What follows belongs to an exercise in optimizing a design on an open flow for small area, a short achievable clock period and few clock cycles per item; a production flow would make more cautious choices. Function was checked by simulation only, so behaviour that the tests miss may differ from the original.

==> design/flow/config.mk <==
export PLATFORM = sky130hd
export DESIGN_NAME = kiln_hash
export DESIGN_NICKNAME = kiln_hash
export VERILOG_FILES = /design/flow/design.v
export SDC_FILE = /design/flow/constraint.sdc
export NUM_CORES = 4
export LEC_CHECK = 0
export CAP_MARGIN = 20
export CORE_MARGIN = 2
export CORE_UTILIZATION = 40
export PLACE_DENSITY = 0.6
export SLEW_MARGIN = 20
==> design/flow/constraint.sdc <==
create_clock -name core_clock -period 20.0 [get_ports {clk}]
set_input_delay 4.0000 -clock core_clock [delete_from_list [all_inputs] [get_ports {clk}]]
set_output_delay 4.0000 -clock core_clock [all_outputs]
set_load 0.01 [all_outputs]
==> design/flow/design.v <==
module kiln_hash (
    input  wire        clk,
    input  wire        rst,           
    input  wire        in_valid,
    output wire        in_ready,
    input  wire [1:0]  in_seq,        
    input  wire [31:0] in_seed,       
    input  wire [39:0] in_line,       
    input  wire [17:0] in_col,        
    output reg         out_valid,
    output reg         out_rot,       
    output reg  [15:0] out_dither     
);
    localparam [2:0] S_IDLE = 3'd0,
                     S_POW  = 3'd1,
                     S_MIX1 = 3'd2,
                     S_MIX2 = 3'd3;
    function automatic [31:0] mix32(input [31:0] v);
        reg [31:0] x;
        begin
            x = v ^ (v >> 16);
            x = x * 32'h6C8E9CF5;
            x = x ^ (x >> 13);
            x = x * 32'hB5297A4D;
            mix32 = x ^ (x >> 16);
        end
    endfunction
    function automatic [31:0] bitrev(input [31:0] v);
        integer i;
        begin
            for (i = 0; i < 32; i = i + 1)
                bitrev[i] = v[31 - i];
        end
    endfunction
    function automatic [31:0] gf_mul(input [31:0] a, input [31:0] b);
        reg [62:0] p;
        integer i;
        begin
            p = 63'd0;
            for (i = 0; i < 32; i = i + 1)
                if (b[i])
                    p = p ^ ({31'd0, a} << i);
            for (i = 62; i >= 32; i = i - 1)
                if (p[i])
                    p = p ^ ({30'd0, 33'h1_C000_0401} << (i - 32));
            gf_mul = p[31:0];
        end
    endfunction
    function automatic [31:0] x_pow2(input [4:0] i);
        case (i)
            5'd0:  x_pow2 = 32'h00000002;  5'd1:  x_pow2 = 32'h00000004;
            5'd2:  x_pow2 = 32'h00000010;  5'd3:  x_pow2 = 32'h00000100;
            5'd4:  x_pow2 = 32'h00010000;  5'd5:  x_pow2 = 32'hc0000401;
            5'd6:  x_pow2 = 32'h9b79e4a3;  5'd7:  x_pow2 = 32'h93638245;
            5'd8:  x_pow2 = 32'h71c67d56;  5'd9:  x_pow2 = 32'hce51a549;
            5'd10: x_pow2 = 32'h5f638238;  5'd11: x_pow2 = 32'h31b4e7c9;
            5'd12: x_pow2 = 32'h22d27e90;  5'd13: x_pow2 = 32'h648f10a4;
            5'd14: x_pow2 = 32'h6bc0fb49;  5'd15: x_pow2 = 32'h79431ade;
            5'd16: x_pow2 = 32'hed44e67f;  5'd17: x_pow2 = 32'h39bc6694;
            5'd18: x_pow2 = 32'h94640576;  5'd19: x_pow2 = 32'h41cf084f;
            5'd20: x_pow2 = 32'heaf78aae;  5'd21: x_pow2 = 32'h5c5b2d49;
            5'd22: x_pow2 = 32'he84c407e;  5'd23: x_pow2 = 32'h16debd95;
            5'd24: x_pow2 = 32'h6890e3bf;  5'd25: x_pow2 = 32'ha5d98ca7;
            5'd26: x_pow2 = 32'h7748c7f3;  5'd27: x_pow2 = 32'h3c644e45;
            5'd28: x_pow2 = 32'h3a8f4c1a;  5'd29: x_pow2 = 32'h8d8c5ffe;
            5'd30: x_pow2 = 32'h3bfdf30b;  default: x_pow2 = 32'h0e738022;
        endcase
    endfunction
    reg  [2:0]  state;
    reg  [1:0]  seq;
    reg  [31:0] seed;
    reg  [39:0] line;
    reg  [17:0] col;
    reg  [31:0] n;           
    reg  [4:0]  bit_i;
    reg  [31:0] acc;         
    reg  [31:0] g_x;         
    reg  [31:0] d_x;         
    assign in_ready = (state == S_IDLE);
    wire [32:0] fold1 = {1'b0, in_line[31:0]} + {25'd0, in_line[39:32]};
    wire [31:0] fold2 = fold1[31:0] + {31'd0, fold1[32]};
    wire [31:0] n_in  = (fold2 == 32'hFFFF_FFFF) ? 32'd0 : fold2;
    wire [31:0] k32   = {{14{col[17]}}, col};
    wire [31:0] kk    = k32 * 32'h9E3779B1;
    wire [31:0] lhi   = {24'd0, line[39:32]} * 32'h68E31DA5;
    wire [31:0] inner = mix32(line[31:0] ^ lhi);
    always @(posedge clk) begin
        if (rst) begin
            state     <= S_IDLE;
            out_valid <= 1'b0;
        end else begin
            out_valid <= 1'b0;
            case (state)
                S_IDLE: if (in_valid) begin
                    seq   <= in_seq;
                    seed  <= in_seed;
                    line  <= in_line;
                    col   <= in_col;
                    n     <= n_in;
                    acc   <= bitrev((in_seed == 32'd0) ? 32'd1 : in_seed);
                    bit_i <= 5'd0;
                    state <= S_POW;
                end
                S_POW: begin
                    if (n[bit_i])
                        acc <= gf_mul(acc, x_pow2(bit_i));
                    bit_i <= bit_i + 5'd1;
                    if (bit_i == 5'd31)
                        state <= S_MIX1;
                end
                S_MIX1: begin
                    g_x   <= bitrev(acc) ^ kk;
                    d_x   <= seed ^ kk ^ inner;
                    state <= S_MIX2;
                end
                S_MIX2: begin
                    case (seq)
                        2'b00: out_rot <= 1'b0;
                        2'b01: out_rot <= line[0] ^ col[0];
                        2'b10: out_rot <= line[1] ^ col[0];
                        2'b11: out_rot <= mix32(g_x) & 32'd1;
                    endcase
                    out_dither <= mix32(d_x) & 32'hFFFF;
                    out_valid  <= 1'b1;
                    state      <= S_IDLE;
                end
                default: state <= S_IDLE;
            endcase
        end
    end
endmodule
==> design/flow/run.sh <==
#!/bin/bash
# synth_recipe.tcl (not shown) runs the flow's synth.tcl, then flattens the netlist and writes it again
# the make line also repeats each setting of config.mk as NAME=value (left out here)
make -C /OpenROAD-flow-scripts/flow DESIGN_CONFIG=/design/flow/config.mk WORK_HOME=/design/flow/orfs CLKGATE_MAP_FILE= SYNTH_SCRIPT=/design/flow/synth_recipe.tcl finish
==> flow_summary_export.csv <==
group,metric,value,unit
status,status,"finished clean",
synthesis,synth_common_cells,"inv_1, xnor2_1, ha_1",
critical_path,reg2regPathDepth,75,
grt,grt_pass1_vias,63600,
clock_tree,cts_buffers,35,
floorplanning,fp.dieH,457,µm
place,dp.cells,11600,
timing,period_share,0.950,
grt,antenna_found_initial,4,
detailed_routing,routed_wl,244000,µm
detailed_routing,via_per_inst,5.07,
timing,max_freq,0.0526,GHz
clock_tree,cts_root_buf,"clkbuf_16",
synthesis,synthCells,8845,
critical_path,cpMostUsedCell,"fa_1",
synthesis,synth.net_count,11400,
final_layout,final_cells,11700,
clock_tree,cts_buffer_depth,3,
synthesis,synth_seq_area_share,0.0970,
timing,finClkSkew,81.0,ps
floorplanning,fp.dieW,457,µm
grt,grt_first_pass_wirelength,379000,µm
synthesis,yosys_most_used_dff,"edfxtp_1",
synthesis,yosys_warnings,1,
critical_path,r2r_slack,1000,ps
clock_tree,cts_tree,"yes",
timing,period_needed,19000,ps
floorplanning,core_area,0.204,mm²
critical_path,cp.arrival,19340,ps
clock_tree,clk_latency,670,ps
final_layout,flow.area_growth_from_synthesis,7.58,%
critical_path,r2r_end,"d_x[15]",
timing,setup_viol,0,
critical_path,crit_path_end_kind,"flop",
critical_path,start_kind,"flop",
timing,tightest_slew,1120,ps
place,place.port_buffers,113,
clock_tree,htreeDepth,2,
clock_tree,clk_pin_slew,60,ps
detailed_routing,drtAntennaViolNets,0,
synthesis,async_flop_share,0,
timing,drv_slew,0,
critical_path,worstPathMaxFanout,6,
synthesis,ys_top_cells_by_area,"fa_1, ha_1, xnor2_1",
detailed_routing,num_vias,59100,
critical_path,slowest_delay,580,ps
grt,grt_max_degree,72,
synthesis,synth_largest_area_cell,"fa_1",
critical_path,crit_path_top_delay_cell,"fa_1",
grt,track_usage,0.236,
critical_path,setup.worst_path.start,"line[35]",
synthesis,synth_edf_count,242,
run,maxCapViolCount,0,
hold_path,hold_path.class,"reg2reg",
detailed_routing,dr.pass1.iters,5,
detailed_routing,first_iter_violations,4360,
synthesis,netlist_area,0.0821,mm²
floorplanning,die_area,0.209,mm²
synthesis,yosys_register_bits,277,
timing,slew-limit-headroom,0.245,
synthesis,ys_types,83,
critical_path,r2r-start,"line[35]",
synthesis,netlist.area_leader.share,0.280,
clock_tree,ctsHoldBuffers,0,
place,detailed_place_hpwl,194000,µm
place,gp_congestion,0.958,
floorplanning,rows,166,
detailed_routing,drc_errors,0,
synthesis,synth_most_common_cell,"inv_1",
critical_path,crit_required,20340,ps
grt,grt_overflow,0,
floorplanning,io_pins,114,
clock_tree,cts.sinks,277,
final_layout,fillCellCount,20000,
critical_path,worstSetupPathType,"reg2reg",
synthesis,syn_area_per_cell,9.28,µm²
final_layout,fin_nets,11500,
final_layout,drive_above_1_share,0.0392,
floorplanning,initial_core_util,0.402,
detailed_routing,wl_per_cell,21.0,µm
timing,final_hold_viol_count,0,
critical_path,crit_path_end,"d_x[15]",
## cells by family (layout without fill, tap and decap cells)
| group | after synthesis | after routing | synth area share |
|---|---|---|---|
| compound gates | 601 | 601 | 0.0461 |
| xor+xnor | 1819 | 1819 | 0.200 |
| fa+ha+maj | 2425 | 2425 | 0.474 |
| buf+inv | 2100 | 2220 | 0.0968 |
| flops | 277 | 277 | 0.0970 |
| mux | 38 | 38 | 0.00638 |
| other cells | 0 | 3 | 0 |
| simple gates | 1585 | 1585 | 0.0795 |
## placed cells by master, fill, tap and decap left out, types with 9 or more instances in the layout
| master | count |
|---|---|
| a211oi_1 | 14 |
| a21o_1 | 95 |
| a21oi_1 | 195 |
| a221oi_1 | 9 |
| a31oi_1 | 18 |
| and2_1 | 16 |
| and3_1 | 9 |
| buf_4 | 190 |
| clkbuf_16 | 35 |
| clkdlybuf4s50_1 | 113 |
| dfxtp_1 | 35 |
| edfxtp_1 | 242 |
| fa_1 | 1147 |
| ha_1 | 1272 |
| inv_1 | 1849 |
| mux2_2 | 15 |
| mux2i_1 | 10 |
| mux4_2 | 10 |
| nand2_1 | 1139 |
| nand2b_1 | 37 |
| nand3_1 | 31 |
| nand4_1 | 14 |
| nor2_1 | 199 |
| nor2b_1 | 32 |
| nor3_1 | 38 |
| nor4_1 | 14 |
| o211ai_1 | 11 |
| o21a_1 | 27 |
| o21ai_0 | 114 |
| o21bai_1 | 33 |
| or2_2 | 11 |
| xnor2_1 | 1353 |
| xnor2_2 | 19 |
| xnor2_4 | 14 |
| xor2_1 | 423 |
## timing repair
action / CTS / global route
hold endpoints to repair: 0 / 0
resized for setup: 0 / 23
setup endpoints to repair: 0 / 15
setup buffers: 0 / 5
## through the flow
stage	setup slack (ps)	hold WS, ps	utilization	setup TNS, ps	area, µm²
finish	1000	554	0.432	0	88300
floorplan	1520	507	-	0	82100
global placement	290	526	0.426	0	87100
detailed placement	209	551	0.426	0	87100
global route	-31.8	613	0.432	-53.5	88300
CTS	56.6	561	0.432	0	88200
## cell type report
cell class | count | area (µm²) | area share
Multi-Input combinational cell | 6468 | 66400 | 0.751
Sequential cell | 277 | 7970 | 0.0902
Inverter | 1853 | 6960 | 0.0787
Tap cell | 2688 | 3360 | 0.0381
Timing Repair Buffer | 303 | 2560 | 0.0289
Clock buffer | 41 | 898 | 0.0102
Clock inverter | 23 | 225 | 0.00255
Antenna cell | 3 | 7.51 | 0.0000850
## worst max-delay path, delay by kind of cell, from the launching register on
family | cells | cell delay (ps)
AO/OA/AOI/OAI | 16 | 2720
XOR/XNOR | 18 | 3570
adder cells (fa/ha/maj) | 22 | 10200
buffers and inverters | 15 | 1200
flip-flops | 1 | 390
AND/OR/NAND/NOR | 4 | 580
## worst min path at each step
stage                     cells past startpoint        to  slack (ps)      from
after floorplan                               2  state[0]         510  state[0]
after global placement                        2  state[0]         530  state[0]
after global routing                          2  state[0]         610  state[0]
final                                         2  state[0]         550  state[0]
after detailed placement                      2  state[0]         550  state[0]
after CTS                                     2  state[0]         560  state[0]
## per-layer routing
| layer | up-vias | global-route usage | share of wire | wire [µm] |
|---|---|---|---|---|
| met3 | 460 | 0.0276 | 0.061 | 14900 |
| met4 | 0 | 0.0722 | 0.033 | 7960 |
| met5 | - | 0 | 0 | 0 |
| met2 | 1939 | 0.401 | 0.48 | 116000 |
| met1 | 29500 | 0.313 | 0.43 | 105000 |
| li1 | 27200 | - | - | - |
Testbench counts, summed over its fixed seeds: cycles 13,448, items 384.

## what the ideal ports hide
How much do the figures lean on ideal ports? The routed layout below was timed once more, with nothing changed but the port constraints.
Step 1 assumes that a clkbuf_16 drives the clock port and a buf_2 every other input.
Step 2 also shifts input and output timing later by t, the mid clock arrival at the registers, as if the neighbouring blocks saw the same clock.
Three values: ideal ports, drivers, drivers and shift; two values: the first two.
shift t [ns]: 0.723
slack for setup (ns): 1.001 / 1.001 / 1.001
worst data-port slew with drivers (ns): 0.08
After both steps this run still meets setup and hold. The setup slack of this run moves by 0.000 ns with the drivers and by 0.000 ns with both steps.
